Background: an optimization exercise with open tools, aiming at small area, a short achievable clock period and few clock cycles per item. Do not read the settings as production practice. RTL that was checked went through simulation tests only; none was proved equivalent to the original. Power figures rest on the tool's default switching activity, not on a simulated workload.

== oak ==
## lg_encoder
module lg_encoder (
    input  wire        clk,
    input  wire        rst,
    input  wire        in_valid,
    output wire        in_ready,
    input  wire [63:0] in_word,
    output wire        out_valid,
    input  wire        out_ready,
    output wire [63:0] out_word,
    output wire [2:0]  out_code,
    output wire        out_last
);
Size in the first run: roughly 6,800 cells after synthesis, about 140 I/O pins, about 100,000 sq um of cells after synthesis.
clock: 10.0 ns
lec_check: 0
cap_margin: 30
core_margin: 2
core_utilization: 45
cts_cluster_diameter: 80
cts_cluster_size: 24
slew_margin: 30
standard.sh (not shown) runs the stock make flow with config.mk's settings and CLKGATE_MAP_FILE= SYNTH_SCRIPT=/design/flow/synth_recipe.tcl, a recipe that flattens the netlist after the stock synthesis.
==> flow/flow/run.sh <==
#!/bin/bash
# The standard layout, with timing repair aiming for 6.8 ns of setup slack
# (a 3.2 ns clock) instead of ORFS's default. Make's output goes to flow.log;
# each ORFS step keeps its own log under orfs/logs/.
set -euo pipefail
bash standard.sh SETUP_SLACK_MARGIN=6.8 finish > flow.log 2>&1
oak: done, clean on timing, DRC and antenna
Changes in pine relative to oak:
- CTS_CLUSTER_SIZE now 30, was 24
[summary]
Lower switching share of power among pine and oak: oak
Utilization essentially unchanged between pine and oak.
The layout buffer count excluding clock buffers was comparable across pine and oak.
Function was not checked in any run of this note: the RTL went through the layout flow alone.

---

lg_encoder, a different RTL version from the one above (not shown whole).
For scale: roughly 2600 flip-flops, roughly 140 I/O pins, ~110000 µm² of cells after synthesis.
==> flow/design.v (excerpt) <==
module lg_encoder (
    input  wire        clk,
    input  wire        rst,
    input  wire        in_valid,
    output wire        in_ready,
    input  wire [63:0] in_word,
    output wire        out_valid,
    input  wire        out_ready,
    output wire [63:0] out_word,
    output wire [2:0]  out_code,
    output wire        out_last
);
==> flow/config.mk <==
export PLATFORM = sky130hd
export DESIGN_NAME = lg_encoder
export DESIGN_NICKNAME = lg_encoder
export VERILOG_FILES = /design/flow/design.v
export SDC_FILE = /design/flow/constraint.sdc
export NUM_CORES = 4
export LEC_CHECK = 0
export ABC_CLOCK_PERIOD_IN_PS = 3000
export CAP_MARGIN = 20
export CORE_MARGIN = 2
export CORE_UTILIZATION = 60
export SETUP_SLACK_MARGIN = 5
export SLEW_MARGIN = 20
==> flow/constraint.sdc <==
create_clock -name core_clock -period 10.0 [get_ports {clk}]
set_input_delay 2.0000 -clock core_clock [delete_from_list [all_inputs] [get_ports {clk}]]
set_output_delay 2.0000 -clock core_clock [all_outputs]
set_load 0.01 [all_outputs]
run.sh (not shown) runs the stock make flow with config.mk's settings and CLKGATE_MAP_FILE= SYNTH_SCRIPT=/design/flow/synth_recipe.tcl, a recipe that flattens the netlist after the stock synthesis.
Stock flow here: none of the scripts above is used.
The starting point passed the timing, DRC and antenna checks.
Rerun with:
ABC_CLOCK_PERIOD_IN_PS = not set   (was 3000)
Effect: Via count stays the same; cell area stays the same; fmax stays the same; register-to-register slack hardly moves; routed wire length does not change; core utilization is unchanged; total power does not change; sequential power stays flat; setup slack is unchanged.
No functional check of the RTL was part of any run of this note.

---

v34:
lg_encoder, a different RTL version from the one above (not shown whole).
Size: about 6800 cells after synthesis, about 100000 um^2 of cells after synthesis.
## lg_encoder
module lg_encoder (
    input  wire        clk,
    input  wire        rst,
    input  wire        in_valid,
    output wire        in_ready,
    input  wire [63:0] in_word,
    output wire        out_valid,
    input  wire        out_ready,
    output wire [63:0] out_word,
    output wire [2:0]  out_code,
    output wire        out_last
);
Settings: LEC_CHECK=0, CAP_MARGIN=30, CORE_MARGIN=2, CORE_UTILIZATION=58, CTS_CLUSTER_DIAMETER=70, CTS_CLUSTER_SIZE=26, GPL_TIMING_DRIVEN=0, SLEW_MARGIN=30; clock period 10.0 ns.
standard.sh (not shown) runs the stock make flow with config.mk's settings and CLKGATE_MAP_FILE= SYNTH_SCRIPT=/design/flow/synth_recipe.tcl, a recipe that flattens the netlist after the stock synthesis.
Scripts as last shown in full above: flow/flow/run.sh
In summary, v34 completed successfully, with a layout that passed the timing, DRC and antenna checks.
Testbench counts of v34, summed over its fixed seeds: cycles 77,008, groups 2,400.
--- input diff v34..v43 ---
==> flow/flow/run.sh <==
#!/bin/bash
# The standard layout, with timing repair aiming for 7.0 ns of setup slack
# (a 3.0 ns clock) instead of ORFS's default. Make's output goes to flow.log;
# each ORFS step keeps its own log under orfs/logs/.
set -euo pipefail
bash standard.sh SETUP_SLACK_MARGIN=7.0 finish > flow.log 2>&1
diff --git a/flow/config.mk b/flow/config.mk
--- a/flow/config.mk
+++ b/flow/config.mk
@@ -8,7 +8,6 @@
 export CAP_MARGIN = 30
 export CORE_MARGIN = 2
-export CORE_UTILIZATION = 58
-export CTS_CLUSTER_DIAMETER = 70
+export CORE_UTILIZATION = 45
+export CTS_CLUSTER_DIAMETER = 80
 export CTS_CLUSTER_SIZE = 26
-export GPL_TIMING_DRIVEN = 0
 export SLEW_MARGIN = 30
sky130_fd_sc_hd__edfxtp_1 as the standard cell with the maximum stage delay on the critical path was reported by v43, and sky130_fd_sc_hd__or4_4 by v34. Shortest period the worst path allows improves in v43 relative to v34. v43 vs. v34: internal power moved down; instance area at placement moved down; reg2reg setup slack moved up; wire length moved down; maximum number of pins on one net before global-route repair moved up. Fraction of power consumed by the clock network: v43 < v34.
Input changes introduced in v56 (baseline for comparison: v43):
==> flow/flow/run.sh <==
#!/bin/bash
# The standard layout, with timing repair aiming for 6.8 ns of setup slack
# (a 3.2 ns clock) instead of ORFS's default. Make's output goes to flow.log;
# each ORFS step keeps its own log under orfs/logs/.
set -euo pipefail
bash standard.sh SETUP_SLACK_MARGIN=6.8 finish > flow.log 2>&1
diff --git a/flow/config.mk b/flow/config.mk
--- a/flow/config.mk
+++ b/flow/config.mk
@@ -8,6 +8,6 @@
 export CAP_MARGIN = 30
 export CORE_MARGIN = 2
-export CORE_UTILIZATION = 45
-export CTS_CLUSTER_DIAMETER = 80
+export CORE_UTILIZATION = 58
+export CTS_CLUSTER_DIAMETER = 70
 export CTS_CLUSTER_SIZE = 26
 export SLEW_MARGIN = 30
Notes after the runs:
- v56 against v43: ratio of cells with drive above 1 in the final layout went down by 1.8 points; total power went up by 1.9%; largest fanout on the critical path was more or less identical; top achievable clock speed went up by 0.74%.
- Relative to v43, the area overhead of the layout relative to synthesis of v56 is lower by 2.1 points.
- Re wire length of the first global-routing pass: v43 was higher than v56.
- Looking at timing startpoint of the critical path, the ob_last$_DFFE_PP_ result is from v56; the ob[22]$_DFFE_PP_ one comes from v43.

---

Starting RTL as in the previous note.
export LEC_CHECK = 0
export CAP_MARGIN = 30
export CORE_MARGIN = 2
export CORE_UTILIZATION = 58
export CTS_CLUSTER_DIAMETER = 70
export CTS_CLUSTER_SIZE = 26
export GPL_ROUTABILITY_DRIVEN = 0
export GPL_TIMING_DRIVEN = 0
export SLEW_MARGIN = 30
create_clock -name core_clock -period 10.0 [get_ports {clk}]
==> flow/flow/run.sh <==
#!/bin/bash
# The standard layout, with timing repair aiming for 6.8 ns of setup slack
# (a 3.2 ns clock) instead of ORFS's default. Make's output goes to flow.log;
# each ORFS step keeps its own log under orfs/logs/.
set -euo pipefail
bash standard.sh SETUP_SLACK_MARGIN=6.8 finish > flow.log 2>&1
Testbench counts at the start, summed over its fixed seeds: cycles 77,008, groups 2,400.
Change:
CORE_UTILIZATION = 65   (was 58)
GPL_ROUTABILITY_DRIVEN = not set   (was 0)
GPL_TIMING_DRIVEN = not set   (was 0)
Result: The new run finished with timing, DRC and antenna clean; critical path depth decreases by 9; flip-flop and latch count is unchanged; cell area drops by 9.2%; clock power falls by 7.6%; global-route usage falls by 2.7 points; worst setup slack gains 370 ps; cell count drops by 9.9%; hold slack gains 7.5 ps.

---

lg_encoder, a different RTL version from the one above (not shown whole).
For scale: ~6800 cells after synthesis, about 2700 flip-flops, roughly 0.11 mm^2 of cells after synthesis.
export LEC_CHECK = 0
export CAP_MARGIN = 20
export CORE_MARGIN = 2
export CORE_UTILIZATION = 55
export SETUP_SLACK_MARGIN = 5
export SLEW_MARGIN = 20
create_clock -name core_clock -period 10.0 [get_ports {clk}]
run.sh (not shown) runs the stock make flow with config.mk's settings and CLKGATE_MAP_FILE= SYNTH_SCRIPT=/design/flow/synth_recipe.tcl, a recipe that flattens the netlist after the stock synthesis.
Stock flow here: none of the scripts above is used.
The baseline finished clean.
Testbench counts at the start, summed over its fixed seeds: cycles 77,294, groups 2,400.
Edit:
==> flow/flow/run.sh (new file) <==
#!/bin/bash
# The standard layout, with timing repair aiming for 6.5 ns of setup slack
# (a 3.5 ns clock) instead of ORFS's default. Make's output goes to flow.log;
# each ORFS step keeps its own log under orfs/logs/.
set -euo pipefail
bash standard.sh SETUP_SLACK_MARGIN=6.5 finish > flow.log 2>&1
==> flow/standard.sh (new file) <==
#!/bin/bash
# synth_recipe.tcl (not shown) runs the flow's synth.tcl, then flattens the netlist and writes it again
# the make line also repeats each setting of config.mk as NAME=value (left out here)
make -C /OpenROAD-flow-scripts/flow DESIGN_CONFIG=/design/flow/config.mk WORK_HOME=/design/flow/orfs CLKGATE_MAP_FILE= SYNTH_SCRIPT=/design/flow/synth_recipe.tcl "${@:-finish}"
--- a/flow/config.mk
+++ b/flow/config.mk
@@ -11 +10,0 @@
-export SETUP_SLACK_MARGIN = 5
removed: flow/run.sh
With this change the flow ran to the end with violations: max-capacitance violations, max-slew violations.
Count of clock-buffer cells in the layout is lower by 2.
Maximum frequency is higher by a quarter to a third.
Die area is unchanged.
Flip-flop and latch count does not change.
Setup slack is better by 0.93 ns.
Clock power is about the same.
Cell count is higher slightly.
Core utilization is higher by 0.68 points.
Wire length is higher slightly.

## static timing again, ports no longer ideal
The results above use ideal ports. As a check the final layouts listed here were re-extracted and re-timed, cells and wires unchanged.
Step 1 (the two cells are an assumption about what drives the block):
set clk [get_ports {clk}]
set_driving_cell -lib_cell sky130_fd_sc_hd__clkbuf_16 $clk
set_driving_cell -lib_cell sky130_fd_sc_hd__buf_2 [delete_from_list [all_inputs] $clk]
Step 2 adds t to the input delays and takes it off the output delays; t is the mean of the earliest and latest rising clock arrival at the registers after step 1. Input paths then give back, and output paths get back, about the clock's delay inside the block.
a / b / c = ideal / step 1 / step 2; a / b = the first two.
| run | shift t [ns] | setup WS [ns] | hold slack, ns | worst data-port slew with drivers (ns) |
|---|---|---|---|---|
| oak | 0.932 | 6.465 / 6.367 / 5.675 | 0.441 / 0.441 / 0.441 | 0.06 |
| pine | 0.931 | 6.451 / 6.352 / 5.705 | 0.439 / 0.439 / 0.439 | 0.07 |
| the first run of note 2 | 1.007 | 4.981 / 4.981 / 4.776 | 0.399 / 0.399 / 0.399 | 0.04 |
| the second run of note 2 | 1.007 | 4.981 / 4.981 / 4.776 | 0.399 / 0.399 / 0.399 | 0.04 |
| v34 | 0.944 | 6.007 / 6.007 / 5.237 | 0.428 / 0.428 / 0.428 | 0.07 |
| v43 | 0.933 | 6.497 / 6.405 / 5.659 | 0.405 / 0.405 / 0.405 | 0.09 |
| v56 | 0.930 | 6.523 / 6.429 / 5.692 | 0.457 / 0.457 / 0.457 | 0.05 |
| the first run of note 4 | 0.943 | 6.161 / 6.161 / 5.478 | 0.435 / 0.435 / 0.435 | 0.04 |
| the second run of note 4 | 0.912 | 6.526 / 6.446 / 5.655 | 0.443 / 0.443 / 0.443 | 0.05 |
| the first run of note 5 | 0.990 | 5.181 / 5.235 / 4.246 | 0.414 / 0.414 / 0.414 | 0.06 |
| the second run of note 5 | 1.006 | 6.109 / 6.170 / 5.164 | 0.413 / 0.413 / 0.413 | 0.07 |
The setup slack of the second run of note 5, which loses most, moves by +0.061 ns with the drivers and by -0.945 ns with both steps.
